This design comes from an exercise in tuning for small area and a short achievable clock period on the open sky130 flow, not from production work. Only simulation tests tie the RTL to the original design; equivalence was not proved.

$ cat design.v
module mole_lane_rx (
    input  wire        clk,
    input  wire        rst,
    input  wire        in_valid,
    input  wire [1:0]  in_hdr,
    input  wire [63:0] in_data,
    output reg         out_valid,
    output reg  [1:0]  out_hdr,
    output reg  [63:0] out_data,
    output reg         sig_valid,
    output wire [7:0]  sig_code,
    output wire [39:0] sig_arg,
    output reg         frm_valid,
    output reg         frm_good,
    output reg  [1:0]  frm_class,
    output reg  [15:0] frm_seq,
    output reg  [6:0]  frm_dest,
    output reg  [6:0]  frm_words,
    output reg         aln_valid,
    output reg  [3:0]  aln_lane,
    output reg  [1:0]  aln_port,
    output reg  [15:0] aln_seq,
    output reg  [4:0]  aln_bip_errs,
    output reg  [15:0] cnt_block_err,
    output reg  [15:0] cnt_signal_bad,
    output reg  [15:0] cnt_crc_err,
    output reg  [15:0] cnt_bip_err,
    output reg         frozen,
    output reg         lane_drop
);
    localparam [7:0] T_IDLE  = 8'h1E;
    localparam [7:0] T_SIG   = 8'h2D;
    localparam [7:0] T_LINK  = 8'h33;
    localparam [7:0] T_ALIGN = 8'h4B;
    localparam [7:0] T_TRAIN = 8'h55;
    localparam [7:0] T_FSTA  = 8'h78;
    localparam [7:0] T_FEND  = 8'h87;
    localparam [31:0] FSTA_SEED = 32'hF0958FA1;
    reg  [57:0] hist;
    wire [121:0] ext = {in_data, hist};
    reg  [63:0] desc;
    integer k;
    always @(*) begin
        for (k = 0; k < 64; k = k + 1)
            desc[k] = ext[58 + k] ^ ext[58 + k - 39] ^ ext[k];
    end
    wire is_data  = (in_hdr == 2'b01);
    wire is_ctrl  = (in_hdr == 2'b10);
    wire hdr_bad  = !is_data && !is_ctrl;
    wire is_raw   = is_ctrl && (in_data[7:0] == T_ALIGN || in_data[7:0] == T_TRAIN);
    wire is_align = is_ctrl && (in_data[7:0] == T_ALIGN);
    wire [63:0] payload = is_raw ? in_data : desc;
    wire [7:0]  ctype   = desc[7:0];
    wire is_sctrl = is_ctrl && !is_raw;
    wire type_known = ctype == T_IDLE || ctype == T_SIG || ctype == T_LINK ||
                      ctype == T_FSTA || ctype == T_FEND;
    wire c_idle = is_sctrl && ctype == T_IDLE;
    wire c_sig  = is_sctrl && ctype == T_SIG;
    wire c_fsta = is_sctrl && ctype == T_FSTA;
    wire c_fend = is_sctrl && ctype == T_FEND;
    wire blk_err = hdr_bad || (is_sctrl && !type_known);
    reg  [15:0] bip;
    wire [15:0] bip_blk  = in_data[15:0] ^ in_data[31:16] ^ in_data[47:32] ^
                           in_data[63:48] ^ {14'b0, in_hdr};
    wire [15:0] bip_diff = bip ^ in_data[47:32];
    reg  [2:0]  bip_grp [0:3];
    reg  [2:0]  s1_bgrp [0:3];
    integer g;
    always @(*) begin
        for (g = 0; g < 4; g = g + 1)
            bip_grp[g] = {2'b0, bip_diff[4*g]} + {2'b0, bip_diff[4*g+1]} +
                         {2'b0, bip_diff[4*g+2]} + {2'b0, bip_diff[4*g+3]};
    end
    wire [3:0]  bip_p01 = s1_bgrp[0] + s1_bgrp[1];
    wire [3:0]  bip_p23 = s1_bgrp[2] + s1_bgrp[3];
    wire [4:0]  bip_pop = bip_p01 + bip_p23;
    reg s1_data, s1_idle, s1_sig, s1_fsta, s1_fend, s1_err;
    reg         in_frame;
    reg  [31:0] fcrc;
    reg  [6:0]  fcount;       
    reg  [47:0] last_msg;     
    reg  [2:0]  sig_dist;     
    reg         s2_sig_bad;   
    reg  [4:0]  bip_h1, bip_h2, bip_h3;
    reg  [11:0] win_blocks;
    reg  [11:0] win_idles;
    assign sig_code = last_msg[7:0];
    assign sig_arg  = last_msg[47:8];
    reg         s1_align;
    wire [63:0] p1 = out_data;
    wire fend_close = s1_fend && in_frame;
    wire in_frame_nx = s1_fsta ? 1'b1 : (s1_fend ? 1'b0 : in_frame);
    wire [7:0]  sig_syn;
    mole_lane_rx_crc8 u_crc8 (.p1(p1), .sig_syn(sig_syn));
    wire        sig_crc_ok = (sig_syn == 8'd0);
    wire        sig_dup    = (sig_dist <= 3'd4) && (p1[55:8] == last_msg);
    wire        sig_good   = s1_sig && sig_crc_ok;
    wire        sig_take   = sig_good && !sig_dup;
    wire [31:0] crc_in    = fcrc;
    wire [31:0] crc_next;
    mole_lane_rx_crc32 u_crc32 (.crc_in(crc_in), .p1(p1), .crc_next(crc_next));
    wire        fend_good = (~fcrc == p1[39:8]) && (fcount == frm_words) &&
                            (frm_words != 7'd0) && (frm_words <= 7'd64);
    wire [6:0]  bip_sum4 = aln_bip_errs + bip_h1 + bip_h2 + bip_h3;
    wire [12:0] idles_now = win_idles + {11'b0, s1_idle};
    wire        s1_valid = out_valid;
    always @(posedge clk) begin
        out_hdr      <= in_hdr;
        out_data     <= payload;
        s1_bgrp[0]   <= bip_grp[0];
        s1_bgrp[1]   <= bip_grp[1];
        s1_bgrp[2]   <= bip_grp[2];
        s1_bgrp[3]   <= bip_grp[3];
        aln_lane     <= out_data[11:8];
        aln_port     <= out_data[13:12];
        aln_seq      <= out_data[31:16];
        if (s1_fsta) begin
            frm_class <= p1[9:8];
            frm_seq   <= p1[31:16];
            frm_words <= p1[38:32];
            frm_dest  <= p1[46:40];
        end
        if (in_valid && c_fsta)
            fcrc <= FSTA_SEED;
        else if (s1_fsta || s1_data)
            fcrc <= crc_next;
        if (s1_fsta)
            fcount <= 7'd0;
        else if (s1_data && !(fcount[6] && fcount[0]))
            fcount <= fcount + 7'd1;
        if (sig_good)
            last_msg <= p1[55:8];
        if (rst) begin
            hist          <= 58'b0;
            bip           <= 16'b0;
            s1_align      <= 1'b0;
            out_valid     <= 1'b0;
            aln_valid     <= 1'b0;
            s1_data       <= 1'b0;
            s1_idle       <= 1'b0;
            s1_sig        <= 1'b0;
            s1_fsta       <= 1'b0;
            s1_fend       <= 1'b0;
            s1_err        <= 1'b0;
            sig_valid     <= 1'b0;
            frm_valid     <= 1'b0;
            frm_good      <= 1'b0;
            cnt_block_err <= 16'b0;
            cnt_signal_bad<= 16'b0;
            cnt_crc_err   <= 16'b0;
            cnt_bip_err   <= 16'b0;
            frozen        <= 1'b0;
            lane_drop     <= 1'b0;
            aln_bip_errs  <= 5'b0;
            sig_dist      <= 3'd7;
            s2_sig_bad    <= 1'b0;
            in_frame      <= 1'b0;
            bip_h1        <= 5'b0;
            bip_h2        <= 5'b0;
            bip_h3        <= 5'b0;
            win_blocks    <= 12'b0;
            win_idles     <= 12'b0;
        end else begin
            out_valid <= in_valid;
            s1_align  <= in_valid && is_align;
            aln_valid <= s1_align;
            s1_data   <= in_valid && is_data;
            s1_idle   <= in_valid && c_idle;
            s1_sig    <= in_valid && c_sig;
            s1_fsta   <= in_valid && c_fsta;
            s1_fend   <= in_valid && c_fend;
            s1_err    <= in_valid && blk_err;
            if (in_valid) begin
                if (!is_raw)
                    hist <= in_data[63:6];
                if (is_align)
                    bip <= 16'b0;
                else
                    bip <= bip ^ bip_blk;
            end
            frm_valid <= (in_valid && c_fsta && in_frame_nx) || fend_close;
            frm_good  <= fend_close && fend_good;
            in_frame <= in_frame_nx;
            if (frm_valid && !frm_good)
                cnt_crc_err <= cnt_crc_err + 16'd1;
            if (s1_err)
                cnt_block_err <= cnt_block_err + 16'd1;
            sig_valid <= sig_take;
            if (sig_take)
                sig_dist <= 3'd1;
            else if (s1_valid && sig_dist != 3'd7)
                sig_dist <= sig_dist + 3'd1;
            s2_sig_bad <= s1_sig && !sig_crc_ok;
            if (s2_sig_bad)
                cnt_signal_bad <= cnt_signal_bad + 16'd1;
            aln_bip_errs <= s1_align ? bip_pop : 5'd0;
            cnt_bip_err  <= cnt_bip_err + {11'b0, aln_bip_errs};
            if (bip_sum4 >= 7'd16)
                lane_drop <= 1'b1;
            if (aln_valid) begin
                bip_h3 <= bip_h2;
                bip_h2 <= bip_h1;
                bip_h1 <= aln_bip_errs;
            end
            if (s1_valid) begin
                if (win_blocks == 12'd4095) begin
                    if (idles_now > 13'd3686)
                        frozen <= 1'b1;
                    else if (idles_now <= 13'd2048)
                        frozen <= 1'b0;
                    win_blocks <= 12'd0;
                    win_idles  <= 12'd0;
                end else begin
                    win_blocks <= win_blocks + 12'd1;
                    win_idles  <= idles_now[11:0];
                end
            end
        end
    end
endmodule
module mole_lane_rx_crc32 (
    input  wire [31:0] crc_in,
    input  wire [63:0] p1,
    output wire [31:0] crc_next
);
    wire [31:0] crc_t = crc_in ^ p1[31:0];
    wire crcx0 = crc_t[13] ^ crc_t[3];
    wire crcx1 = p1[32] ^ crc_t[11];
    wire crcx2 = p1[39] ^ crc_t[19];
    wire crcx3 = crc_t[16] ^ crc_t[6];
    wire crcx4 = crc_t[4] ^ crc_t[9];
    wire crcx5 = p1[35] ^ crc_t[12];
    wire crcx6 = p1[36] ^ p1[54];
    wire crcx7 = p1[34] ^ crc_t[5];
    wire crcx8 = p1[37] ^ crc_t[8];
    wire crcx9 = p1[55] ^ crc_t[30];
    wire crcx10 = p1[56] ^ crc_t[10];
    wire crcx11 = p1[46] ^ crc_t[7];
    wire crcx12 = crcx0 ^ p1[47];
    wire crcx13 = crc_t[1] ^ crc_t[14];
    wire crcx14 = crc_t[15] ^ crc_t[2];
    wire crcx15 = p1[38] ^ crc_t[18];
    wire crcx16 = p1[61] ^ crc_t[31];
    wire crcx17 = crcx2 ^ p1[51];
    wire crcx18 = crcx1 ^ p1[45];
    wire crcx19 = p1[50] ^ p1[57];
    wire crcx20 = p1[42] ^ p1[58];
    wire crcx21 = p1[43] ^ p1[59];
    wire crcx22 = p1[44] ^ p1[60];
    wire crcx23 = p1[40] ^ crc_t[20];
    wire crcx24 = p1[41] ^ crc_t[21];
    wire crcx25 = p1[52] ^ crc_t[25];
    wire crcx26 = p1[53] ^ crc_t[26];
    wire crcx27 = p1[63] ^ crc_t[17];
    wire crcx28 = crcx4 ^ p1[48];
    wire crcx29 = p1[49] ^ p1[62];
    wire crcx30 = crc_t[0] ^ crc_t[23];
    wire crcx31 = crc_t[24] ^ crc_t[27];
    wire crcx32 = crcx6 ^ crc_t[29];
    wire crcx33 = crcx3 ^ p1[33];
    wire crcx34 = crcx14 ^ crcx7;
    wire crcx35 = crcx20 ^ crc_t[22];
    wire crcx36 = crc_t[12] ^ crc_t[28];
    wire crcx37 = crcx29 ^ crc_t[5];
    wire crcx38 = crcx24 ^ crcx5;
    wire crcx39 = crcx8 ^ crc_t[22];
    wire crcx40 = crcx16 ^ crcx31;
    wire crcx41 = crcx27 ^ p1[62];
    wire crcx42 = crcx28 ^ crcx9;
    wire crcx43 = p1[33] ^ crc_t[11];
    wire crcx44 = crcx21 ^ crc_t[24];
    wire crcx45 = crcx11 ^ crcx13;
    wire crcx46 = crcx10 ^ crcx22;
    wire crcx47 = p1[36] ^ p1[39];
    wire crcx48 = p1[40] ^ p1[42];
    wire crcx49 = p1[56] ^ p1[60];
    wire crcx50 = p1[41] ^ p1[43];
    wire crcx51 = p1[57] ^ p1[61];
    wire crcx52 = p1[35] ^ p1[57];
    wire crcx53 = p1[47] ^ p1[63];
    wire crcx54 = p1[50] ^ p1[58];
    wire crcx55 = p1[51] ^ p1[59];
    wire crcx56 = crcx6 ^ crc_t[27];
    wire crcx57 = crcx47 ^ crc_t[31];
    wire crcx58 = p1[37] ^ crc_t[17];
    wire crcx59 = p1[49] ^ crc_t[4];
    wire crcx60 = p1[55] ^ crc_t[7];
    wire crcx61 = crc_t[18] ^ crc_t[28];
    wire crcx62 = crcx19 ^ crc_t[0];
    wire crcx63 = crc_t[13] ^ crc_t[2];
    wire crcx64 = p1[45] ^ crc_t[8];
    wire crcx65 = crcx19 ^ crc_t[25];
    wire crcx66 = p1[34] ^ crc_t[16];
    wire crcx67 = p1[54] ^ crc_t[29];
    wire crcx68 = crc_t[13] ^ crc_t[15];
    wire crcx69 = crcx13 ^ p1[38];
    wire crcx70 = crcx23 ^ crcx61;
    wire crcx71 = crcx0 ^ crcx15;
    wire crcx72 = crcx30 ^ crcx4;
    wire crcx73 = crcx35 ^ crcx63;
    wire crcx74 = crcx5 ^ crcx9;
    wire crcx75 = crcx8 ^ crc_t[21];
    wire crcx76 = crcx25 ^ crc_t[22];
    wire crcx77 = crcx15 ^ crcx37;
    wire crcx78 = crcx12 ^ crcx17;
    wire crcx79 = p1[32] ^ p1[44];
    wire crcx80 = p1[34] ^ p1[37];
    wire crcx81 = p1[39] ^ p1[48];
    wire crcx82 = crc_t[10] ^ crc_t[17];
    wire crcx83 = crcx51 ^ crc_t[20];
    wire crcx84 = p1[33] ^ crc_t[6];
    wire crcx85 = crcx20 ^ p1[44];
    wire crcx86 = crcx22 ^ p1[63];
    wire crcx87 = crc_t[25] ^ crc_t[3];
    wire crcx88 = crcx22 ^ p1[48];
    wire crcx89 = p1[41] ^ crc_t[26];
    wire crcx90 = crcx29 ^ p1[56];
    wire crcx91 = p1[43] ^ crc_t[28];
    wire crcx92 = crcx53 ^ crc_t[26];
    wire crcx93 = crcx54 ^ crc_t[2];
    wire crcx94 = p1[39] ^ crc_t[10];
    wire crcx95 = crcx55 ^ p1[46];
    wire crcx96 = crcx50 ^ crc_t[14];
    wire crcx97 = crcx81 ^ crc_t[24];
    wire crcx98 = p1[58] ^ crc_t[15];
    wire crcx99 = p1[60] ^ crc_t[6];
    wire crcx100 = crcx21 ^ crc_t[12];
    wire crcx101 = crcx19 ^ crc_t[8];
    wire crcx102 = crc_t[1] ^ crc_t[9];
    wire crcx103 = crc_t[14] ^ crc_t[21];
    wire crcx104 = crc_t[28] ^ crc_t[30];
    wire crcx105 = crcx1 ^ p1[35];
    wire crcx106 = crcx2 ^ p1[34];
    wire crcx107 = crcx23 ^ crcx82;
    wire crcx108 = crcx10 ^ crcx43;
    wire crcx109 = crcx58 ^ crcx59;
    wire crcx110 = crcx3 ^ crcx32;
    wire crcx111 = crcx7 ^ crc_t[1];
    wire crcx112 = crcx30 ^ crcx44;
    wire crcx113 = crcx3 ^ p1[53];
    wire crcx114 = crcx11 ^ crcx26;
    wire crcx115 = crcx24 ^ crc_t[23];
    wire crcx116 = crcx36 ^ crcx80;
    wire crcx117 = crcx25 ^ crcx66;
    wire crcx118 = crcx16 ^ crcx26;
    wire crcx119 = crcx67 ^ crc_t[16];
    wire crcx120 = crcx15 ^ crcx27;
    wire crcx121 = crcx35 ^ crcx60;
    wire crcx122 = crcx34 ^ crcx57;
    wire crcx123 = crcx38 ^ crcx70;
    wire crcx124 = crcx110 ^ crcx39;
    wire crcx125 = crcx72 ^ crcx73;
    wire crcx126 = crcx113 ^ crcx18;
    wire crcx127 = crcx18 ^ crcx34;
    wire crcx128 = crcx114 ^ crcx40;
    wire crcx129 = crcx12 ^ crcx14;
    wire crcx130 = crcx12 ^ crcx75;
    wire crcx131 = crcx28 ^ crcx41;
    wire crcx132 = crcx18 ^ crcx33;
    wire crcx133 = crcx17 ^ crcx33;
    wire crcx134 = crcx12 ^ crcx38;
    assign crc_next[0] = ^{crcx105, crcx106, crcx107, crcx33, crcx42, crcx56, crcx69, p1[52], p1[58], crc_t[3]};
    assign crc_next[1] = ^{crcx108, crcx109, crcx122, crcx123, crcx60, p1[53], p1[59], crc_t[0]};
    assign crc_next[2] = ^{crcx1, crcx111, crcx124, crcx38, crcx48, crcx49, crcx62, crcx71, crc_t[19]};
    assign crc_next[3] = ^{crcx125, crcx17, crcx50, crcx58, crcx69, crcx74, crcx83, crcx84, p1[36], crc_t[7]};
    assign crc_next[4] = ^{crcx10, crcx112, crcx122, crcx13, crcx23, crcx71, crcx75, crcx85, p1[52], p1[62], crc_t[7]};
    assign crc_next[5] = ^{crcx126, crcx14, crcx2, crcx24, crcx39, crcx4, crcx44, crcx52, crcx69, crcx86, crcx87, p1[40]};
    assign crc_next[6] = ^{crcx127, crcx45, crcx74, crcx76, crcx88, crcx89, p1[42], p1[61], crc_t[19], crc_t[23], crc_t[27], crc_t[6]};
    assign crc_next[7] = ^{crcx128, crcx129, crcx30, crcx33, crcx5, crcx64, crcx90, crcx91, p1[36], p1[42], crc_t[20]};
    assign crc_next[8] = ^{crcx130, crcx131, crcx31, crcx32, crcx45, crcx65, crcx66, crcx79, crcx91};
    assign crc_next[9] = ^{crcx124, crcx127, crcx17, crcx25, crcx70, crcx92, p1[44], p1[49], crc_t[1], crc_t[27], crc_t[3]};
    assign crc_next[10] = ^{crcx115, crcx116, crcx18, crcx26, crcx32, crcx45, crcx93, crcx94};
    assign crc_next[11] = ^{crcx129, crcx31, crcx39, crcx43, crcx48, crcx67, crcx74, crcx95, p1[38]};
    assign crc_next[12] = ^{crcx117, crcx12, crcx36, crcx42, crcx49, crcx57, crcx96, p1[38], crc_t[23]};
    assign crc_next[13] = ^{crcx10, crcx109, crcx118, crcx48, crcx52, crcx68, crcx79, crcx97, crc_t[14], crc_t[29], crc_t[5]};
    assign crc_next[14] = ^{crcx132, crcx56, crcx65, crcx77, crcx96, crcx98, p1[40], crc_t[30]};
    assign crc_next[15] = ^{crcx11, crcx116, crcx133, crcx27, crcx85, crcx89, p1[50], p1[55], p1[59], crc_t[15], crc_t[31]};
    assign crc_next[16] = ^{crcx108, crcx13, crcx20, crcx21, crcx32, crcx42, crcx64, crcx78, crcx99, crc_t[18], crc_t[7]};
    assign crc_next[17] = ^{crcx100, crcx11, crcx16, crcx23, crcx34, crcx42, crcx46, crcx8, p1[49], p1[52], p1[57], crc_t[0], crc_t[11], crc_t[14], crc_t[19]};
    assign crc_next[18] = ^{crcx101, crcx102, crcx126, crcx134, crcx16, crcx37, crcx46, crcx98, p1[38], crc_t[20]};
    assign crc_next[19] = ^{crcx103, crcx11, crcx131, crcx132, crcx55, crcx6, crcx62, crcx73, crcx94, p1[61], crc_t[12]};
    assign crc_next[20] = ^{crcx11, crcx17, crcx21, crcx28, crcx3, crcx39, crcx5, crcx53, crcx56, crcx68, crcx77, p1[32], p1[60], crc_t[20], crc_t[23], crc_t[30]};
    assign crc_next[21] = ^{crcx104, crcx105, crcx111, crcx130, crcx30, crcx40, crcx54, crcx59, crcx86, p1[54], crc_t[7]};
    assign crc_next[22] = ^{crcx107, crcx119, crcx17, crcx36, crcx40, crcx64, crcx7, crcx76, crcx93, p1[59], p1[62], crc_t[11], crc_t[3], crc_t[30]};
    assign crc_next[23] = ^{crcx0, crcx1, crcx123, crcx25, crcx26, crcx41, crcx72, crcx9, crcx95, crcx99, crc_t[29], crc_t[31]};
    assign crc_next[24] = ^{crcx118, crcx120, crcx121, crcx134, crcx23, crcx3, crcx49, crcx7, crcx97, crc_t[11], crc_t[29], crc_t[9]};
    assign crc_next[25] = ^{crcx100, crcx102, crcx115, crcx117, crcx121, crcx43, crcx71, crcx83, crcx90, crc_t[8]};
    assign crc_next[26] = ^{crcx101, crcx103, crcx106, crcx125, crcx26, crcx41, crcx44, crcx46, crcx5};
    assign crc_next[27] = ^{crcx112, crcx120, crcx133, crcx51, crcx68, crcx7, crcx76, crcx88, crcx9, p1[32], p1[45], crc_t[4]};
    assign crc_next[28] = ^{crcx128, crcx18, crcx42, crcx46, crcx6, crcx77, crcx87, crc_t[23]};
    assign crc_next[29] = ^{crcx10, crcx18, crcx2, crcx36, crcx37, crcx40, crcx65, crcx8, crcx84, crcx92, p1[46], p1[54], p1[55], crc_t[4]};
    assign crc_next[30] = ^{crcx10, crcx104, crcx25, crcx32, crcx41, crcx45, crcx5, crcx62, crcx78, crc_t[16], crc_t[26], crc_t[4], crc_t[5]};
    assign crc_next[31] = ^{crcx119, crcx15, crcx26, crcx34, crcx52, crcx78, crcx8, p1[32], p1[33], p1[63], crc_t[0], crc_t[10], crc_t[31], crc_t[9]};
endmodule
module mole_lane_rx_crc8 (
    input  wire [63:0] p1,
    output wire [7:0]  sig_syn
);
    wire sigx0 = p1[11] ^ p1[18];
    wire sigx1 = p1[13] ^ p1[30];
    wire sigx2 = p1[23] ^ p1[44];
    wire sigx3 = p1[28] ^ p1[32];
    wire sigx4 = p1[12] ^ p1[29];
    wire sigx5 = p1[14] ^ p1[33];
    wire sigx6 = p1[34] ^ p1[45];
    wire sigx7 = p1[46] ^ sigx1;
    wire sigx8 = p1[37] ^ p1[54];
    wire sigx9 = p1[20] ^ p1[47];
    wire sigx10 = p1[10] ^ p1[15];
    wire sigx11 = p1[39] ^ sigx0;
    wire sigx12 = p1[40] ^ sigx2;
    wire sigx13 = sigx3 ^ sigx8;
    wire sigx14 = p1[24] ^ sigx5;
    wire sigx15 = sigx4 ^ sigx6;
    wire sigx16 = p1[19] ^ sigx7;
    wire sigx17 = p1[31] ^ p1[35];
    wire sigx18 = p1[55] ^ p1[8];
    wire sigx19 = p1[16] ^ p1[36];
    wire sigx20 = p1[38] ^ p1[48];
    wire sigx21 = p1[41] ^ p1[49];
    wire sigx22 = p1[17] ^ p1[21];
    wire sigx23 = p1[25] ^ p1[50];
    wire sigx24 = p1[47] ^ p1[54];
    wire sigx25 = p1[15] ^ p1[22];
    wire sigx26 = p1[26] ^ p1[51];
    wire sigx27 = p1[27] ^ p1[52];
    wire sigx28 = p1[42] ^ p1[9];
    wire sigx29 = p1[43] ^ p1[53];
    wire sigx30 = sigx19 ^ sigx9;
    wire sigx31 = sigx10 ^ sigx24;
    wire sigx32 = sigx11 ^ sigx13;
    wire sigx33 = sigx12 ^ sigx17;
    wire sigx34 = sigx16 ^ sigx33;
    assign sig_syn[0] = ^{p1[34], p1[48], p1[56], sigx18, sigx32, sigx34};
    assign sig_syn[1] = ^{p1[57], p1[9], sigx14, sigx15, sigx2, sigx20, sigx21, sigx30, sigx32, sigx7};
    assign sig_syn[2] = ^{p1[28], p1[42], p1[45], p1[49], p1[58], sigx0, sigx12, sigx14, sigx20, sigx22, sigx23, sigx31, sigx4};
    assign sig_syn[3] = ^{p1[32], p1[43], p1[59], sigx11, sigx15, sigx16, sigx18, sigx21, sigx23, sigx25, sigx26};
    assign sig_syn[4] = ^{p1[12], p1[50], p1[60], sigx14, sigx26, sigx27, sigx28, sigx34, sigx9};
    assign sig_syn[5] = ^{p1[13], p1[14], p1[21], p1[25], p1[31], p1[41], p1[51], p1[61], p1[8], sigx10, sigx27, sigx29, sigx3, sigx30, sigx6};
    assign sig_syn[6] = ^{p1[11], p1[16], p1[26], p1[29], p1[35], p1[44], p1[46], p1[52], p1[53], p1[62], sigx13, sigx22, sigx25, sigx28, sigx5};
    assign sig_syn[7] = ^{p1[17], p1[18], p1[22], p1[23], p1[27], p1[30], p1[33], p1[36], p1[38], p1[55], p1[63], sigx15, sigx29, sigx31};
endmodule
$ cat flow/run.sh
#!/bin/bash
# The standard layout (standard.sh, the standard flow's own ORFS flow and synthesis),
# with two changes: the port buffers are buf_2 cells, and timing repair aims
# for 5.8 ns of setup slack. The ORFS tools write their full logs under
# orfs/logs/; make's own output goes to flow_make.log in this folder.
set -euo pipefail
bash standard.sh "BUFFER_PORTS_ARGS=-buffer_cell sky130_fd_sc_hd__buf_2" SETUP_SLACK_MARGIN=5.8 finish > flow_make.log 2>&1
$ cat standard.sh
#!/bin/bash
# synth_recipe.tcl (not shown) runs the flow's synth.tcl, then flattens the netlist and writes it again
# the make line also repeats each setting of config.mk as NAME=value (left out here)
make -C /OpenROAD-flow-scripts/flow DESIGN_CONFIG=/design/flow/config.mk WORK_HOME=/design/flow/orfs CLKGATE_MAP_FILE= SYNTH_SCRIPT=/design/flow/synth_recipe.tcl "${@:-finish}"
$ cat config.mk
export PLATFORM = sky130hd
export DESIGN_NAME = mole_lane_rx
export DESIGN_NICKNAME = mole_lane_rx
export VERILOG_FILES = /design/flow/design.v
export SDC_FILE = /design/flow/constraint.sdc
export NUM_CORES = 4
export LEC_CHECK = 0
export CAP_MARGIN = 20
export CORE_MARGIN = 2
export CORE_UTILIZATION = 60
export CTS_CLUSTER_DIAMETER = 140
export CTS_CLUSTER_SIZE = 27
export PLACE_DENSITY = 0.85
export SLEW_MARGIN = 20
$ cat constraint.sdc
create_clock -name core_clock -period 9.0 [get_ports {clk}]
set_input_delay 1.8000 -clock core_clock [delete_from_list [all_inputs] [get_ports {clk}]]
set_output_delay 1.8000 -clock core_clock [all_outputs]
set_load 0.01 [all_outputs]
==> reports/summary.md, run 1 <==
- finished clean — result of the run
- 2,281 — number of cells produced by synthesis
- 0 — count of maximum capacitance violations
- 3 — yosys synthesis warning count
- clkbuf_16 — clock tree root buffer cell
- flip-flop — nature of the critical path startpoint
- 3200 ps — final critical path time including I/O delays and setup
- 201 microns — Chip Height
- 68.9% — fraction of the core area covered by cells at the end of the flow
- 0 — DRC violations left
- 313 MHz — maximum clock frequency
- 7200 ps — data required time of the worst path
- 5 — Pre-Repair DR Iteration Count
- 0.0233 sq mm — post-synthesis instance area
- 98 — maximum number of pins on one net before global-route repair
- 313 — I/O pin count
- 0 — Remaining Overflow, GRT
- 110 ps — CTS clock-pin slew for the worst setup and hold paths
- 10 — critical-path maximum fanout
- reg2out — path type of the worst setup path
- 80 — EDFF count, synth
- reg2reg — Hold WC Path Type
- 5800 ps — worst path setup slack after routing
- false — setup repair after global routing missed its margin
- 420 — sink count of the clock tree
- 52.6 ps — Clock Skew
- 1 — maximum level of the CTS H-tree
- 25.5 microns — detailed-route wire length per cell
- buf_2 — cells traversed along the worst timing path
- 10.2 sq um — mean instance size in the synthesized netlist
- met4 — highest routed metal layer
- 39.5% — sequential element share of the synthesized area
- 5.80 — vias per std cell
- 19 — TritonCTS Buffers
- 580 ps — clock latency of the later-clocked register in the worst-skew pair
- 29,400 microns — met1 wire length
- 420 — synthesis-stage register bit count
- 0.0405 sq mm — die outline area
- 1400 ps — Arrival @ worst endpoint
- dfxtp_2 — slowest stage cell on the critical path
- xnor2_1 — most common cell after layout, fill and taps aside
- dfxtp_1 — main flop type after synthesis
- 60.6% — Initial Util
- 312 — number of input and output port buffers inserted
- 0 ps — total negative slack
- 17,794 — via count
- 0.00933 sq mm — Seq. cell area
- 0.0265 sq mm — final design instance area without fill
- 0.0385 sq mm — area of the placeable core
- 29.6% — remaining max-slew budget at the tightest pin
- 201 microns — overall die width
- 1,799 — DRT iter0 DRCs
- 36,900 microns — sum of met2 wire segment lengths after detailed routing
- 0 — post-route antenna net violation count
- 1050 ps — measured slew at the worst slew-check pin
- 7200 microns — met3 wire len
- 3 — Longest Clk Path Bufs
- 2,664 — total number of nets in the final design
- 0 — final hold violation count
- 2,406 — Synthesized Nets
- 0 — setup violation total in the final timing report
- 114,000 microns — wire length of the first global-routing pass
- 0% — fraction of registers with async set or reset after synthesis
- 3,011 — number of cells in the design after placement
- 72 — row count
- 17,486 — number of global-route vias before repair
- 2,936 — filler cell count in the final layout
- 58,500 microns — placed wire-length estimate after detailed placement
- 78,200 microns — total detailed-routing wirelength
- 600 ps — Max stage delay on crit path
- 484 x xnor2_1, 311 x buf_2, 293 x dfxtp_1 — commonest cells after routing, fill and taps aside
- 0.0139 sq mm — area used by multi-input combinational logic
- 1 — buffer and inverter count on the worst path
- flip-flops — top cell family by delay on the critical path
- 3,066 — final std cells w/o fill
- 483 ps — final-layout worst hold slack
- 0.0254 sq mm — DP Area
- output pin — Crit. End Element
- 19.0% — proportion of layout cells with a drive suffix above 1
- 0 — antenna diode count
- done — CTS tree
- 0 — max-slew violation total from the final report
- 35.5% — final cycle utilization of the critical path
- 56 — number of distinct library cell variants in the gate-level netlist after synthesis
- 4600 ps — pre-CTS worst setup slack
- 37.9% — Total GRT Usage
- 1.02 — GP Congestion
- 13.7% — Syn-to-layout area delta
- 0 — initial antenna violation count
-- cells in the mapped netlist, types with 26 or more instances --
library cell / number / area (sq um)
a21oi_1: 86 / 430
clkbuf_1: 104 / 390
dfxtp_1: 340 / 6810
edfxtp_1: 80 / 2400
ha_1: 35 / 438
inv_1: 31 / 116
nand2_1: 262 / 983
nand3_1: 31 / 155
nand4_1: 26 / 163
nor2_1: 151 / 567
xnor2_1: 502 / 4400
xnor3_1: 68 / 1530
xor2_1: 281 / 2460
-- registers in the layout, indices dropped and copies added, names as in the netlist, 5 cells and up --
name,count
aln_seq,16
bip,16
cnt_crc_err,16
frm_seq,16
frm_dest,7
cnt_signal_bad,16
bip_h3,5
last_msg,48
bip_h2,5
win_idles,12
bip_h1,5
cnt_block_err,16
hist,58
frm_words,7
fcount,7
aln_bip_errs,5
s1_bgrp,12
out_data,64
win_blocks,12
cnt_bip_err,16
fcrc,32
-- per-layer routing --
metal	track usage [%]	vias up
met5	0	-
met4	20.6	0
met3	6.46	249
met2	62.0	984
met1	48.3	8626
li1	-	7935
-- cell families after synthesis --
logic type                 count (synthesis)  share of synthesized area, %
AOI/OAI and AO/OA                        163                          4.12
xor gates and xnor gates                 869                          37.6
adders and majority gates                 56                          3.68
buffers and inverters                    157                          2.66
DFF                                      420                          39.5
muxes                                     21                         0.901
and+or+nand+nor                          595                          11.5
-- cell type report --
type                       count  share of cell area [%]
timing repair buffer         355                    7.49
clock buffer                  28                    1.92
tap                          518                    2.44
clock inverter                 2                  0.0944
multi-input combinational   1711                    52.4
sequential                   420                    35.2
inverter                      32                   0.453
-- repair_timing --
item,in CTS,in global routing
resized for setup,87,33
hold buffers,0,0
cloned,6,1
pin swaps,5,1
setup endpoints to repair,207,127
setup buffers,9,9
-- final timing paths --
check                           depth (start not counted)  slack (ps)    startpoint            to
worst max-delay path                                    1        5800  out_data[21]  out_data[21]
worst min register to register                          2         480      hist[11]      hist[11]
worst max register to register                          8        5860  out_data[13]   sig_dist[2]
worst min-delay path                                    2         480      hist[11]      hist[11]
==> run 2: changes to the inputs <==
==> flow/run.sh (replaced) <==
#!/bin/bash
# The standard layout (standard.sh) with three changes:
#  - synthesis maps with ORFS's ABC speed script minus its final buffering
#    and sizing steps (timing repair in the layout sizes cells instead);
#    everything else in synthesis, and so every register, is unchanged;
#  - the port buffers are buf_2 cells;
#  - timing repair aims for 5.8 ns of setup slack.
# The ORFS tools write their full logs under orfs/logs/; make's own output
# goes to flow_synth.log and flow_make.log in this folder.
set -euo pipefail
mkdir -p scripts_abc
cp -r "$FLOW_HOME/scripts/." scripts_abc/
head -n 30 "$FLOW_HOME/scripts/abc_speed.script" > scripts_abc/abc_speed.script
ARGS=("BUFFER_PORTS_ARGS=-buffer_cell sky130_fd_sc_hd__buf_2" SETUP_SLACK_MARGIN=5.8)
bash standard.sh "${ARGS[@]}" "SCRIPTS_DIR=$PWD/scripts_abc" synth > flow_synth.log 2>&1
bash standard.sh "${ARGS[@]}" finish > flow_make.log 2>&1
==> run 2 against run 1 <==
Against the previous run:
- routed wire length decreased by 0.67%
- non-clock buffer count increased by 3
- setup slack got worse by 27 ps
- register-to-register slack got worse by 60 ps
- first-iteration DRC count increased by 9.8%
- count of clock-buffer cells in the layout decreased by 1
- core utilization increased by 1.6 points
- largest cell class unchanged
==> reports/summary.md, run 2 <==
- 560 ps — clock latency of the later-clocked register in the worst-skew pair, -20 ps
- 0.0228 sq mm — post-synthesis instance area, -2.4%
- dfxtp_1 30%, xnor2_1 20%, xor2_1 11% — main area contributors after synthesis
- 19 — TritonCTS Buffers, unchanged
- buf_4, buf_2 — cells traversed along the worst timing path
- 2,673 — total number of nets in the final design, +0.34%
- 46 — number of distinct library cell variants in the gate-level netlist after synthesis, -18%
- 120 ps — CTS clock-pin slew for the worst setup and hold paths, about the same
- xnor2_1 — most frequent cell after synthesis
- 7 — critical-path maximum fanout, -3
- reg2reg — Hold WC Path Type
- output pin — Crit. End Element
- 507 x xnor2_1, 340 x dfxtp_1, 281 x xor2_1 — top cells by instance count after synthesis
- 16.0% — Syn-to-layout area delta
- 80 — EDFF count, synth, unchanged
- 29.9% — area fraction of the dominant cell type after synthesis, +0.71 points
- 1420 ps — Arrival @ worst endpoint, +20 ps
- 420 — sink count of the clock tree, unchanged
- 18,118 — via count, +1.8%
- 50.4% — met1 track demand over resource, +2.2 points
- 2,281 — Synthesized Nets, -5.2%
- 199 microns — Chip Height, -1.2%
- 1.02 — GP Congestion, -0.47%
- 0 — post-route antenna net violation count, unchanged
- 21.4 ps — Clock Skew, -31.3 ps
- 88 — maximum number of pins on one net before global-route repair, -10%
- 64 — Largest register FFs, unchanged
- 0 ps — total negative slack, unchanged
- 420 — synthesis-stage register bit count, unchanged
- 23.4% — remaining max-slew budget at the tightest pin, -6.2 points
- xnor2_1 — most common cell after layout, fill and taps aside
- 109,000 microns — wire length of the first global-routing pass, -4.0%
- 17,089 — number of global-route vias before repair, -2.3%
- 25.3 microns — detailed-route wire length per cell, -0.71%
- 18.4% — proportion of layout cells with a drive suffix above 1, -0.65 points
- 0 — antenna diode count, unchanged
- 0.0264 sq mm — final design instance area without fill, -0.35%
- 199 microns — overall die width, -1.2%
- 313 — I/O pin count, unchanged
- 2,156 — number of cells produced by synthesis, -5.5%
- 40.4% — sequential element share of the synthesized area, +0.97 points
- 1 — initial antenna violation count, +1
- 0 — Remaining Overflow, GRT, unchanged
- 0 — setup violation total in the final timing report, unchanged
- 35.8% — final cycle utilization of the critical path, +0.30 points
- 37.9% — Total GRT Usage, about the same
- 0.0253 sq mm — DP Area, -0.34%
- 0.0395 sq mm — die outline area, -2.3%
- 0 — DRC violations left, unchanged
- dfxtp_1 — main flop type after synthesis
- dfxtp_1 — slowest stage cell on the critical path
- out_data — Top reg by flops
- 77,600 microns — total detailed-routing wirelength, -0.67%
- 3 — yosys synthesis warning count, unchanged
- out_data (64), hist (58), last_msg (48) — largest registers
- 3220 ps — final critical path time including I/O delays and setup, +27.0 ps
- done — CTS tree
- 0 — final hold violation count, unchanged
- 450 ps — Max stage delay on crit path, -150 ps
- 310 MHz — maximum clock frequency, -0.84%
- 71 — row count, -1.4%
- met2 — busiest grt layer
- flip-flop — nature of the critical path startpoint
- 0.0375 sq mm — area of the placeable core, -2.5%
- 0 — max-slew violation total from the final report, unchanged
- finished clean — result of the run
- clkbuf_16 — clock tree root buffer cell
- 0% — fraction of registers with async set or reset after synthesis, unchanged
- 0 — count of maximum capacitance violations, unchanged
- reg2out — path type of the worst setup path
- 5.90% — met3 usage, -0.56 points
- 3 — Longest Clk Path Bufs, unchanged
- 60.7% — Initial Util, +0.097 points
- 1,976 — DRT iter0 DRCs, +9.8%
- dfxtp_1 — cell taking the most area after synthesis
- 2,757 — filler cell count in the final layout, -6.1%
- 61.2% — Global Route met2 Usage, -0.82 points
- 7200 ps — data required time of the worst path, about the same
- 5.91 — vias per std cell, +1.8%
- 6 — Pre-Repair DR Iteration Count, +1
- 312 — number of input and output port buffers inserted, unchanged
- 492 x xnor2_1, 310 x buf_2, 300 x dfxtp_1 — commonest cells after routing, fill and taps aside
- 1150 ps — measured slew at the worst slew-check pin, +97.5 ps
- 10.6 sq um — mean instance size in the synthesized netlist, +3.3%
- 56,500 microns — placed wire-length estimate after detailed placement, -3.4%
- 1 — maximum level of the CTS H-tree, unchanged
- true — setup repair after global routing missed its margin
==> run 2: logic make-up after synthesis <==
| kind of cell | share of synthesized area (%) |
|---|---|
| flip-flops | 40.4 |
| adder cells (fa/ha/maj) | 3.77 |
| AO/OA/AOI/OAI | 4.23 |
| buffers and inverters | 0.528 |
| XOR/XNOR | 38.4 |
| AND/OR/NAND/NOR | 11.7 |
| multiplexers | 0.923 |
==> run 2: worst paths after layout <==
check                     from           end  slack, ps  depth (start not counted)
setup reg to reg  out_data[37]       fcrc[9]       5800                          7
hold reg to reg       hist[11]      hist[11]        480                          2
hold / removal        hist[11]      hist[11]        480                          2
setup / recovery  out_data[48]  out_data[48]       5780                          2
==> run 2: final cells by class <==
class	count	area, sq um	area share, %
multi-input combinational	1717	13900	52.5
sequential	420	9300	35.2
timing repair buffer	358	1960	7.42
tap	511	639	2.42
clock buffer	27	505	1.91
inverter	32	120	0.455
clock inverter	2	25.0	0.0947
==> run 2: critical path: cells and delay by family, from the launching register on <==
kind | cells | cell delay [ps]
flops | 1 | 450
buf+inv | 2 | 420
==> run 2: through the flow <==
step,util [%],setup WS [ps],instances,hold WS [ps]
after floorplan,-,5770,2156,439
after global placement,67.4,5170,3005,453
after detailed placement,67.4,5100,3006,463
after CTS,69.4,5800,3043,477
after global routing,70.5,5740,3067,501
final,70.5,5780,3067,481
==> run 2: repair_timing <==
action                                  CTS  global route
hold buffers                              0             0
pin swaps                                 1             8
buffers inserted                          4            15
endpoints found under the setup margin  170           163
endpoints found under the hold margin     0             0
resized for setup                        60            37
gates cloned                              4             9
==> run 2: per-layer routing <==
layer | wire length (microns) | part of all wire [%]
met1 | 29500 | 38
met4 | 4160 | 5.4
met3 | 8330 | 11
met2 | 35600 | 46
met5 | 0 | 0
==> run 3: changes to the inputs <==
--- a/design.v
+++ b/design.v
@@ -86,2 +86,3 @@
     reg  [11:0] win_idles;
+    reg         s1_wend;      
     assign sig_code = last_msg[7:0];
@@ -116,2 +117,3 @@
         aln_seq      <= out_data[31:16];
+        frm_good <= fend_close && fend_good;
         if (s1_fsta) begin
@@ -146,3 +148,2 @@
             frm_valid     <= 1'b0;
-            frm_good      <= 1'b0;
             cnt_block_err <= 16'b0;
@@ -162,2 +163,3 @@
             win_idles     <= 12'b0;
+            s1_wend       <= 1'b0;
         end else begin
@@ -172,3 +174,5 @@
             s1_err    <= in_valid && blk_err;
+            s1_wend   <= in_valid && (win_blocks == 12'd4095);
             if (in_valid) begin
+                win_blocks <= win_blocks + 12'd1;
                 if (!is_raw)
@@ -181,3 +185,2 @@
             frm_valid <= (in_valid && c_fsta && in_frame_nx) || fend_close;
-            frm_good  <= fend_close && fend_good;
             in_frame <= in_frame_nx;
@@ -204,14 +207,10 @@
             end
-            if (s1_valid) begin
-                if (win_blocks == 12'd4095) begin
-                    if (idles_now > 13'd3686)
-                        frozen <= 1'b1;
-                    else if (idles_now <= 13'd2048)
-                        frozen <= 1'b0;
-                    win_blocks <= 12'd0;
-                    win_idles  <= 12'd0;
-                end else begin
-                    win_blocks <= win_blocks + 12'd1;
-                    win_idles  <= idles_now[11:0];
-                end
+            if (s1_wend) begin
+                if (idles_now > 13'd3686)
+                    frozen <= 1'b1;
+                else if (idles_now <= 13'd2048)
+                    frozen <= 1'b0;
+                win_idles <= 12'd0;
+            end else begin
+                win_idles <= idles_now[11:0];
             end
==> flow/run.sh (replaced) <==
#!/bin/bash
# Standard layout, with fast port buffers and a tighter setup target for
# timing repair. Each tool's output goes to the ORFS logs under orfs/logs;
# make's own output goes to flow_make.log.
set -euo pipefail
bash standard.sh "BUFFER_PORTS_ARGS=-buffer_cell sky130_fd_sc_hd__buf_2" SETUP_SLACK_MARGIN=5.8 finish > flow_make.log 2>&1
==> run 3 against run 2 <==
Against the previous run:
- still clean
- via count down 0.98%
- count of clock-buffer cells in the layout is 4 higher
- register-to-register slack improved by 20 ps
- clock skew increased by 20 ps
- flip-flop and latch count increased by 1
- global-route usage fell by 1.5 points
- die area rose by 2.4%
==> reports/summary.md, run 3 <==
- finished clean — result of the run
- 312 — number of input and output port buffers inserted, unchanged
- dfxtp_1 29%, xnor2_1 20%, edfxtp_1 10% — main area contributors after synthesis
- 0.0252 sq mm — DP Area, -0.12%
- out_data (64), hist (58), last_msg (48) — largest registers
- 100 ps — CTS clock-pin slew for the worst setup and hold paths, -20 ps
- xnor2_1 — most common cell after layout, fill and taps aside
- 64 — Largest register FFs, unchanged
- 36.4% — Total GRT Usage, -1.5 points
- 538 x xnor2_1, 311 x buf_2, 297 x dfxtp_1 — commonest cells after routing, fill and taps aside
- 18.2% — proportion of layout cells with a drive suffix above 1, -0.16 points
- dfxtp_2 — slowest stage cell on the critical path
- 2,314 — number of cells produced by synthesis, +7.3%
- 5.82 — vias per std cell, -1.6%
- 983 ps — measured slew at the worst slew-check pin, -166 ps
- 0.0233 sq mm — post-synthesis instance area, +2.4%
- 1 — initial antenna violation count, unchanged
- 3200 ps — final critical path time including I/O delays and setup, -24.4 ps
- 110,000 microns — wire length of the first global-routing pass, +1.0%
- 2,439 — Synthesized Nets, +6.9%
- 11.8% — Syn-to-layout area delta
- 56,300 microns — placed wire-length estimate after detailed placement, -0.44%
- 5800 ps — worst path setup slack after routing, +24.4 ps
- 1.01 — GP Congestion, -0.66%
- 3,085 — final std cells w/o fill, +0.59%
- 0 — post-route antenna net violation count, unchanged
- 421 — synthesis-stage register bit count, +0.24%
- 1,991 — DRT iter0 DRCs, +0.76%
- 0 — CTS Hold Bufs, unchanged
- 41.3 ps — Clock Skew, +19.9 ps
- 0.0385 sq mm — area of the placeable core, +2.6%
- dfxtp_1 — main flop type after synthesis
- 3 — Longest Clk Path Bufs, unchanged
- 29.3% — area fraction of the dominant cell type after synthesis, -0.63 points
- 0 — count of maximum capacitance violations, unchanged
- 0 — Remaining Overflow, GRT, unchanged
- 24.6 microns — detailed-route wire length per cell, -2.8%
- 0 ps — total negative slack, unchanged
- 3 — yosys synthesis warning count, unchanged
- 82 — maximum number of pins on one net before global-route repair, -6.8%
- 7200 ps — data required time of the worst path, about the same
- dfxtp_1 — cell taking the most area after synthesis
- out_data — Top reg by flops
- 0.0405 sq mm — die outline area, +2.4%
- 421 — sink count of the clock tree, +0.24%
- 0.0261 sq mm — final design instance area without fill, -1.3%
- 313 — I/O pin count, unchanged
- 1 — buffer and inverter count on the worst path, -1
- 2,680 — total number of nets in the final design, +0.26%
- 0 — final hold violation count, unchanged
- 2,967 — filler cell count in the final layout, +7.6%
- done — CTS tree
- 39.6% — sequential element share of the synthesized area, -0.88 points
- 17,940 — via count, -0.98%
- 62 — number of distinct library cell variants in the gate-level netlist after synthesis, +35%
- 0 — setup violation total in the final timing report, unchanged
- 550 ps — clock latency of the later-clocked register in the worst-skew pair, about the same
- 75,900 microns — total detailed-routing wirelength, -2.2%
- 544 x xnor2_1, 341 x dfxtp_1, 269 x xor2_1 — top cells by instance count after synthesis
- 10.1 sq um — mean instance size in the synthesized netlist, -4.5%
- 80 — EDFF count, synth, unchanged
- 35.5% — final cycle utilization of the critical path, -0.27 points
- xnor2_1 — most frequent cell after synthesis
- 6 — critical-path maximum fanout, -1
- 0 — antenna diode count, unchanged
- reg2reg — Hold WC Path Type
- 201 microns — overall die width, +1.2%
- 1400 ps — Arrival @ worst endpoint, -20 ps
- 476 ps — final-layout worst hold slack, -4.80 ps
- flip-flops — top cell family by delay on the critical path
- 201 microns — Chip Height, +1.2%
- 4620 ps — pre-CTS worst setup slack, -474 ps
- reg2out — path type of the worst setup path
- 72 — row count, +1.4%
- 313 MHz — maximum clock frequency, +0.76%
- true — setup repair after global routing missed its margin
- 19 — TritonCTS Buffers, unchanged
- 0% — fraction of registers with async set or reset after synthesis, unchanged
- 34.0% — remaining max-slew budget at the tightest pin, +11 points
- 3,044 — number of cells in the design after placement, +1.3%
- 6 — Pre-Repair DR Iteration Count, unchanged
- buf_2 — cells traversed along the worst timing path
- 1 — maximum level of the CTS H-tree, unchanged
- 630 ps — Max stage delay on crit path, +180 ps
- output pin — Crit. End Element
- 0 — DRC violations left, unchanged
- 60.6% — Initial Util, -0.097 points
- clkbuf_16 — clock tree root buffer cell
- 17,450 — number of global-route vias before repair, +2.1%
- flip-flop — nature of the critical path startpoint
- 67.8% — fraction of the core area covered by cells at the end of the flow, -2.7 points
- 0 — max-slew violation total from the final report, unchanged
==> run 3: cell count changes after synthesis, moves of 25 or more <==
| cell | previous run | this run |
|---|---|---|
| clkbuf_1 | 0 | 65 |
| clkinv_1 | 32 | 0 |
| xnor2_1 | 507 | 544 |
| buf_2 | 0 | 42 |
| xnor3_1 | 69 | 44 |
| inv_1 | 0 | 36 |
==> run 3: per-layer routing <==
layer / track usage [%] / up-vias / routed length (microns)
met4: 20.6 / 0 / 5250
met1: 46.0 / 8636 / 28200
li1: - / 7923 / -
met5: 0 / - / 0
met2: 59.7 / 1099 / 35000
met3: 6.03 / 282 / 7450
==> run 3: kinds of logic (layout without fill, tap and decap cells) <==
| group | after synthesis | count (layout) | synth area share (%) |
|---|---|---|---|
| AOI/OAI and AO/OA | 147 | 147 | 3.59 |
| DFF | 421 | 421 | 39.6 |
| xor gates and xnor gates | 885 | 885 | 37.1 |
| buffers and inverters | 159 | 406 | 2.98 |
| muxes | 29 | 29 | 1.24 |
| and+or+nand+nor | 617 | 623 | 11.8 |
| adders and majority gates | 56 | 56 | 3.68 |
==> run 3: worst paths after layout <==
check             slack, ps  cells past startpoint          from      endpoint
setup reg to reg       5820                      9  out_data[34]  last_msg[44]
hold / removal          480                      2      hist[12]      hist[12]
hold reg to reg         480                      2      hist[12]      hist[12]
setup / recovery       5800                      1  out_data[62]  out_data[62]
==> run 3: layout make-up <==
class	instances	area, sq um	area share (%)
Multi-Input combinational cell	1740	13700	52.4
Sequential cell	421	9300	35.7
Timing Repair Buffer	337	1780	6.81
Tap cell	518	648	2.49
Clock buffer	31	520	2.00
Inverter	36	135	0.518
Clock inverter	2	20.0	0.0768
==> run 3: timing repair <==
item / CTS / global route
gates resized for setup: 61 / 16
gates cloned: 4 / 2
endpoints found under the setup margin: 186 / 120
endpoints found under the hold margin: 0 / 0
pin swaps: 4 / 0
setup buffers: 1 / 1
==> run 3: tightest hold or removal path: stages, from the launching register on <==
cell and delay (ps):
dfxtp_1 330, nand2_1 50, a21oi_1 50
==> run 4: changes to the inputs <==
--- a/config.mk
+++ b/config.mk
@@ -14 +14,2 @@
 export SLEW_MARGIN = 20
+export TNS_END_PERCENT = 30
==> run 4 against run 3 <==
Against the previous run:
- synthesized area unchanged
- critical path depth stayed put
- clock skew is 6.0 ps lower
- register-to-register slack is essentially flat
- worst hold slack better by 4.7 ps
- synthesized cell count unchanged
- highest routed layer unchanged
==> reports/summary.md, run 4 <==
- 17,931 — via count, -0.050%
- 28,400 microns — met1 wire length, +0.67%
- 2 — initial antenna violation count, +1
- out_data[35] — source of the worst register-to-register timing path
- out_data[24] — last element of the critical path
- fcrc[7] — Worst R2R End
- XOR/XNOR gates — main combinational cell family by area after synthesis
- 3,091 — final std cells w/o fill, +0.19%
- 25.0 microns — detailed-route wire length per cell, +1.8%
- clkbuf_16 — clock tree root buffer cell
- 312 — number of input and output port buffers inserted, unchanged
- dfxtp_1 — slowest stage cell on the critical path
- 36.8% — final cycle utilization of the critical path, +1.3 points
- 5830 ps — FF-to-FF setup slack, about the same
- 5690 ps — worst path setup slack after routing, -115 ps
- 481 ps — final-layout worst hold slack, +4.73 ps
- 35,900 microns — sum of met2 wire segment lengths after detailed routing, +2.5%
- 77,400 microns — total detailed-routing wirelength, +2.0%
- 560 ps — clock latency of the later-clocked register in the worst-skew pair, about the same
- 2,314 — number of cells produced by synthesis, unchanged
- 37.1% — xor-xnor portion of the synthesized cell area, unchanged
- 2,924 — filler cell count in the final layout, -1.4%
- 313 — I/O pin count, unchanged
- 201 microns — Chip Height, unchanged
- 0.0137 sq mm — area used by multi-input combinational logic, unchanged
- 17,566 — number of global-route vias before repair, +0.66%
- 17.9% — proportion of layout cells with a drive suffix above 1, -0.30 points
- reg2out — path type of the worst setup path
- 1.00 — GP Congestion, -0.51%
- 29.3% — area fraction of the dominant cell type after synthesis, unchanged
- 201 microns — overall die width, unchanged
- 421 — synthesis-stage register bit count, unchanged
- 3.59% — Synth Area in Compound Gates, unchanged
- flip-flop — nature of the critical path startpoint
- 1 — instance count on the critical path, unchanged
- 7390 microns — met3 wire len, -0.82%
- 120 ps — CTS clock-pin slew for the worst setup and hold paths, +20 ps
- 0.0233 sq mm — post-synthesis instance area, unchanged
- 0 — DRC violations left, unchanged
- xnor2_1 — most frequent cell after synthesis
- 62 — number of distinct library cell variants in the gate-level netlist after synthesis, unchanged
- 8 — critical-path maximum fanout, +2
- 60.6% — Initial Util, unchanged
- dfxtp_1 — main flop type after synthesis
- 1 — buffer and inverter count on the worst path, unchanged
- 72 — row count, unchanged
- met4 — highest routed metal layer
- 0.0385 sq mm — area of the placeable core, unchanged
- 60 — maximum number of pins on one net before global-route repair, -27%
- 57,400 microns — placed wire-length estimate after detailed placement, +1.9%
- buf_2 — cells traversed along the worst timing path
- 29.8% — remaining max-slew budget at the tightest pin, -4.2 points
- 3 — Longest Clk Path Bufs, unchanged
- out_data[24] — CP Launch Point
- 0 — final hold violation count, unchanged
- 7200 ps — data required time of the worst path, about the same
- 3310 ps — final critical path time including I/O delays and setup, +115 ps
- 39.6% — sequential element share of the synthesized area, unchanged
- 0 — post-route antenna net violation count, unchanged
- 112,000 microns — wire length of the first global-routing pass, +1.5%
- 35.2 ps — Clock Skew, -6.01 ps
- 11.9% — Syn-to-layout area delta
- flip-flops — top cell family by delay on the critical path
- reg2reg — Hold WC Path Type
- 37.3% — Total GRT Usage, +0.85 points
- 64 — Largest register FFs, unchanged
- 534 x xnor2_1, 311 x buf_2, 304 x dfxtp_1 — commonest cells after routing, fill and taps aside
- 1510 ps — Arrival @ worst endpoint, +110 ps
- 80 — EDFF count, synth, unchanged
- 0 — count of maximum capacitance violations, unchanged
- 3,042 — number of cells in the design after placement, -0.066%
- finished clean — result of the run
- 3 — yosys synthesis warning count, unchanged
- 0 — max-slew violation total from the final report, unchanged
- 421 — sink count of the clock tree, unchanged
- 0 — setup violation total in the final timing report, unchanged
- 0 ps — total negative slack, unchanged
- 0 — CTS Hold Bufs, unchanged
- 5.80 — vias per std cell, -0.24%
- 10.1 sq um — mean instance size in the synthesized netlist, unchanged
- 6 — cell count of the worst reg-to-reg path, -3
- output pin — Crit. End Element
- done — CTS tree
- 5 — Pre-Repair DR Iteration Count, -1
- 2,685 — total number of nets in the final design, +0.19%
- 3.68% — share of synthesized cell area in full adder, half adder and majority cells, unchanged
- 1.24% — share of cell area taken by muxes after synthesis, unchanged
- 0% — fraction of registers with async set or reset after synthesis, unchanged
- 544 x xnor2_1, 341 x dfxtp_1, 269 x xor2_1 — top cells by instance count after synthesis
- xnor2_1 — most common cell after layout, fill and taps aside
- 0 — Remaining Overflow, GRT, unchanged
- 4380 ps — pre-CTS worst setup slack, -244 ps
- 720 ps — Max stage delay on crit path, +90 ps
- dfxtp_1 29%, xnor2_1 20%, edfxtp_1 10% — main area contributors after synthesis
- 1040 ps — measured slew at the worst slew-check pin, +60.1 ps
- 302 MHz — maximum clock frequency, -3.5%
- dfxtp_1 — cell taking the most area after synthesis
- 1,792 — DRT iter0 DRCs, -10%
- 2,439 — Synthesized Nets, unchanged
- 0.0405 sq mm — die outline area, unchanged
- 0.00928 sq mm — Seq. cell area, -0.20%
- out_data (64), hist (58), last_msg (48) — largest registers
- out_data — Top reg by flops
- 1 — maximum level of the CTS H-tree, unchanged
- true — setup repair after global routing missed its margin
- 19 — TritonCTS Buffers, unchanged
- 11.8% — simple logic cell fraction of the synthesized area, unchanged
## run 4: cell counts after synthesis
Identical to the previous run, type by type.
## run 4: cells by family after synthesis
kind of cell | count (synthesis)
and+or+nand+nor | 617
xor gates and xnor gates | 885
muxes | 29
DFF | 421
adders and majority gates | 56
buffers and inverters | 159
AOI/OAI and AO/OA | 147
## run 4: per-stage QoR
step	util, %	cell area (sq um)
3_3_place_gp	65.5	25200
2_1_floorplan	-	23500
5_1_grt	67.9	26100
4_1_cts	67.3	25900
3_5_place_dp	65.5	25200
6_report	67.9	26100
## run 4: what timing repair did
action	in CTS	in global routing
pin swaps	4	1
endpoints found under the setup margin	185	168
resized for setup	33	39
buffers inserted	4	6
gates cloned	3	2
## run 4: area by class of cell
class	instances	share of cell area, %
antenna	2	0.0192
clock buffer	30	2.02
clock inverter	2	0.0767
inverter	36	0.518
multi-input combinational	1739	52.4
sequential	421	35.6
tap	518	2.48
timing repair buffer	343	6.95
## run 4: worst min path at each step
stage | start | to | cells past startpoint
floorplan | out_data[10] | aln_lane[2] | 0
global placement | hist[14] | hist[14] | 2
detailed placement | hist[6] | hist[6] | 2
CTS | hist[6] | hist[6] | 2
global route | hist[0] | hist[0] | 2
finish | hist[0] | hist[0] | 2
## run 4: worst reg2reg max path: stages (launching register included)
cell	delay, ps
dfxtp_2	620
xnor3_1	540
xor2_1	530
xnor3_1	520
xnor3_1	360
xnor2_1	340
o211ai_1	140
## run 4: layer usage
layer,up-vias,GRT usage [%]
met5,-,0
met4,0,23.7
met3,278,5.88
met2,1101,60.4
met1,8606,46.7
li1,7946,-
==> run 5: changes to the inputs <==
--- a/flow/run.sh
+++ b/flow/run.sh
@@ -5,2 +5,2 @@
 set -euo pipefail
-bash standard.sh "BUFFER_PORTS_ARGS=-buffer_cell sky130_fd_sc_hd__buf_2" SETUP_SLACK_MARGIN=5.8 finish > flow_make.log 2>&1
+bash standard.sh "BUFFER_PORTS_ARGS=-buffer_cell sky130_fd_sc_hd__buf_2" SETUP_SLACK_MARGIN=5.95 finish > flow_make.log 2>&1
==> run 5 against run 4 <==
Against the previous run:
- still clean on timing, DRC and antenna
- critical path type is now in2reg
- non-clock buffer count rose by 21
- synthesized cell count is the same
- setup slack gained 73 ps
- synthesized area unchanged
- highest routed layer unchanged
- flip-flop and latch count unchanged
- worst hold slack got worse by 17 ps
==> reports/summary.md, run 5 <==
- 80 — EDFF count, synth, unchanged
- xnor2_1 — most frequent cell after synthesis
- 1 — maximum level of the CTS H-tree, unchanged
- 13.8% — Syn-to-layout area delta
- xnor2_1 — most common cell after layout, fill and taps aside
- 0 — CTS Hold Bufs, unchanged
- 421 — synthesis-stage register bit count, unchanged
- 64 — Largest register FFs, unchanged
- 111,000 microns — wire length of the first global-routing pass, -1.3%
- 3 — Longest Clk Path Bufs, unchanged
- 4640 ps — pre-CTS worst setup slack, +255 ps
- 3 — yosys synthesis warning count, unchanged
- 201 microns — overall die width, unchanged
- 464 ps — final-layout worst hold slack, -16.7 ps
- flip-flop — Crit. End Element
- 3,108 — final std cells w/o fill, +0.55%
- 60.6% — Initial Util, unchanged
- 76,800 microns — total detailed-routing wirelength, -0.80%
- 0 — max-slew violation total from the final report, unchanged
- 36.6% — Total GRT Usage, -0.70 points
- 10.1 sq um — mean instance size in the synthesized netlist, unchanged
- 3690 ps — Arrival @ worst endpoint, +2180 ps
- 0 — antenna diode count, -2
- input pin — nature of the critical path startpoint
- 9440 ps — data required time of the worst path, +2240 ps
- 29.5 ps — Clock Skew, -5.79 ps
- 31 — critical-path maximum fanout, +23
- 29.3% — area fraction of the dominant cell type after synthesis, unchanged
- 5.81 — vias per std cell, +0.21%
- 24.7 microns — detailed-route wire length per cell, -1.3%
- 18,068 — via count, +0.76%
- 56,500 microns — placed wire-length estimate after detailed placement, -1.5%
- 2,704 — total number of nets in the final design, +0.71%
- 0 — DRC violations left, unchanged
- 32.7% — remaining max-slew budget at the tightest pin, +2.9 points
- true — setup repair after global routing missed its margin
- reg2reg — Hold WC Path Type
- dfxtp_1 — cell taking the most area after synthesis
- 421 — sink count of the clock tree, unchanged
- 2,314 — number of cells produced by synthesis, unchanged
- in2reg — path type of the worst setup path
- 313 — I/O pin count, unchanged
- 17,510 — number of global-route vias before repair, -0.32%
- 312 — number of input and output port buffers inserted, unchanged
- 0 ps — total negative slack, unchanged
- dfxtp_1 — main flop type after synthesis
- 0 — Remaining Overflow, GRT, unchanged
- 1.03 — GP Congestion, +2.6%
- 19 — TritonCTS Buffers, unchanged
- 5 — Pre-Repair DR Iteration Count, unchanged
- finished clean — result of the run
- 2,439 — Synthesized Nets, unchanged
- 3,037 — number of cells in the design after placement, -0.16%
- out_data — Top reg by flops
- clkbuf_16 — clock tree root buffer cell
- 36.0% — final cycle utilization of the critical path, -0.81 points
- out_data[20] — hold path startpoint
- 0.0385 sq mm — area of the placeable core, unchanged
- 39.6% — sequential element share of the synthesized area, unchanged
- done — CTS tree
- 0% — fraction of registers with async set or reset after synthesis, unchanged
- 1000 ps — measured slew at the worst slew-check pin, -42.8 ps
- out_data[25] — source of the worst register-to-register timing path
- 521 x xnor2_1, 309 x buf_2, 289 x dfxtp_1 — commonest cells after routing, fill and taps aside
- 0 — setup violation total in the final timing report, unchanged
- 0.0405 sq mm — die outline area, unchanged
- 201 microns — Chip Height, unchanged
- 103 — maximum number of pins on one net before global-route repair, +72%
- 2,204 — DRT iter0 DRCs, +23%
- dfxtp_1 29%, xnor2_1 20%, edfxtp_1 10% — main area contributors after synthesis
- 0.0233 sq mm — post-synthesis instance area, unchanged
- 110 ps — CTS clock-pin slew for the worst setup and hold paths, about the same
- in_data[3] — CP Launch Point
- 5760 ps — worst path setup slack after routing, +72.6 ps
- 20.0% — proportion of layout cells with a drive suffix above 1, +2.1 points
- 62 — number of distinct library cell variants in the gate-level netlist after synthesis, unchanged
- 308 MHz — maximum clock frequency, +2.2%
- out_data (64), hist (58), last_msg (48) — largest registers
- 0 — count of maximum capacitance violations, unchanged
- 560 ps — clock latency of the later-clocked register in the worst-skew pair, about the same
- 544 x xnor2_1, 341 x dfxtp_1, 269 x xor2_1 — top cells by instance count after synthesis
- 0 — final hold violation count, unchanged
- 0 — post-route antenna net violation count, unchanged
- 0 — initial antenna violation count, -2
- 3240 ps — final critical path time including I/O delays and setup, -72.6 ps
- 72 — row count, unchanged
==> run 5: cell counts after synthesis <==
Identical to the previous run, type by type.
==> run 5: routing by layer <==
layer	vias up	wire length [microns]	track usage [%]
met5	-	0	0
met4	0	5120	21.7
met3	283	7610	6.06
met2	1118	35900	59.1
met1	8688	28200	46.4
li1	7979	-	-
==> run 5: final timing paths <==
check	to	slack, ps	cells past startpoint
setup reg to reg	fcrc[25]	5890	8
hold / removal	aln_seq[4]	460	0
hold reg to reg	aln_seq[4]	460	0
setup / recovery	out_data[10]	5760	6
==> run 5: per-stage QoR <==
stage | util [%] | instance area (sq um)
finish | 69.0 | 26600
global route | 69.0 | 26600
CTS | 67.7 | 26000
detailed placement | 65.6 | 25200
global placement | 65.6 | 25200
floorplan | - | 23700
==> run 5: logic make-up after synthesis <==
family / share of synthesized area [%]
fa+ha+maj: 3.68
compound gates: 3.59
mux: 1.24
flops: 39.6
buf+inv: 2.98
simple gates: 11.8
xor+xnor: 37.1
==> run 5: what timing repair did <==
item                                    CTS  global route
setup buffers                             4            32
resized for setup                        65            52
cloned                                    3             0
pin swaps                                 4             6
endpoints found under the setup margin  231           255
==> run 5: layout make-up <==
| cell class | count | area, sq um |
|---|---|---|
| multi-input cells | 1737 | 13900 |
| fillers | 2914 | 11900 |
| flip-flops and latches | 421 | 9340 |
| repair buffers | 364 | 2010 |
| well taps | 518 | 648 |
| clock buffers | 29 | 513 |
| inverters | 36 | 135 |
| clock inverters | 3 | 47.5 |
==> run 5: worst max-delay path: stages <==
cell      delay [ps]
buf_2            180
nor4bb_4         200
nor2_1           340
or2_2            650
nand2_1          230
xnor2_1          270

==> port drivers added, routing unchanged <==
No port has a modelled driver above. Below, the same layouts with a new extraction and two added sets of constraints. Step 1: set_driving_cell puts a clkbuf_16 on clk and a buf_2 on each other input, an assumption about the parent block. Step 2, shift: input delay + t, output delay - t, t = (earliest + latest rising clock arrival at the registers) / 2. This alone moves slack from input paths to output paths. a / b / c = no drivers / after step 1 / after step 2; a / b = the first two.
run	t (ns)	slack for setup (ns)	hold WS [ns]	worst slew at a driven data input, ns	cell pins on the clock port's net
run 1	0.615	5.803 / 5.745 / 5.338	0.483 / 0.483 / 0.483	0.05	1
run 2	0.605	5.776 / 5.721 / 5.265	0.481 / 0.481 / 0.481	0.06	1
run 3	0.587	5.801 / 5.745 / 5.270	0.476 / 0.476 / 0.476	0.05	1
run 4	0.606	5.686 / 5.628 / 5.128	0.481 / 0.481 / 0.481	0.07	1
run 5	0.607	5.758 / 5.722 / 5.185	0.464 / 0.464 / 0.464	0.05	1
After both steps every run listed still meets setup and hold. The setup slack of run 5, which loses most, moves by -0.036 ns with the drivers and by -0.573 ns with both steps.
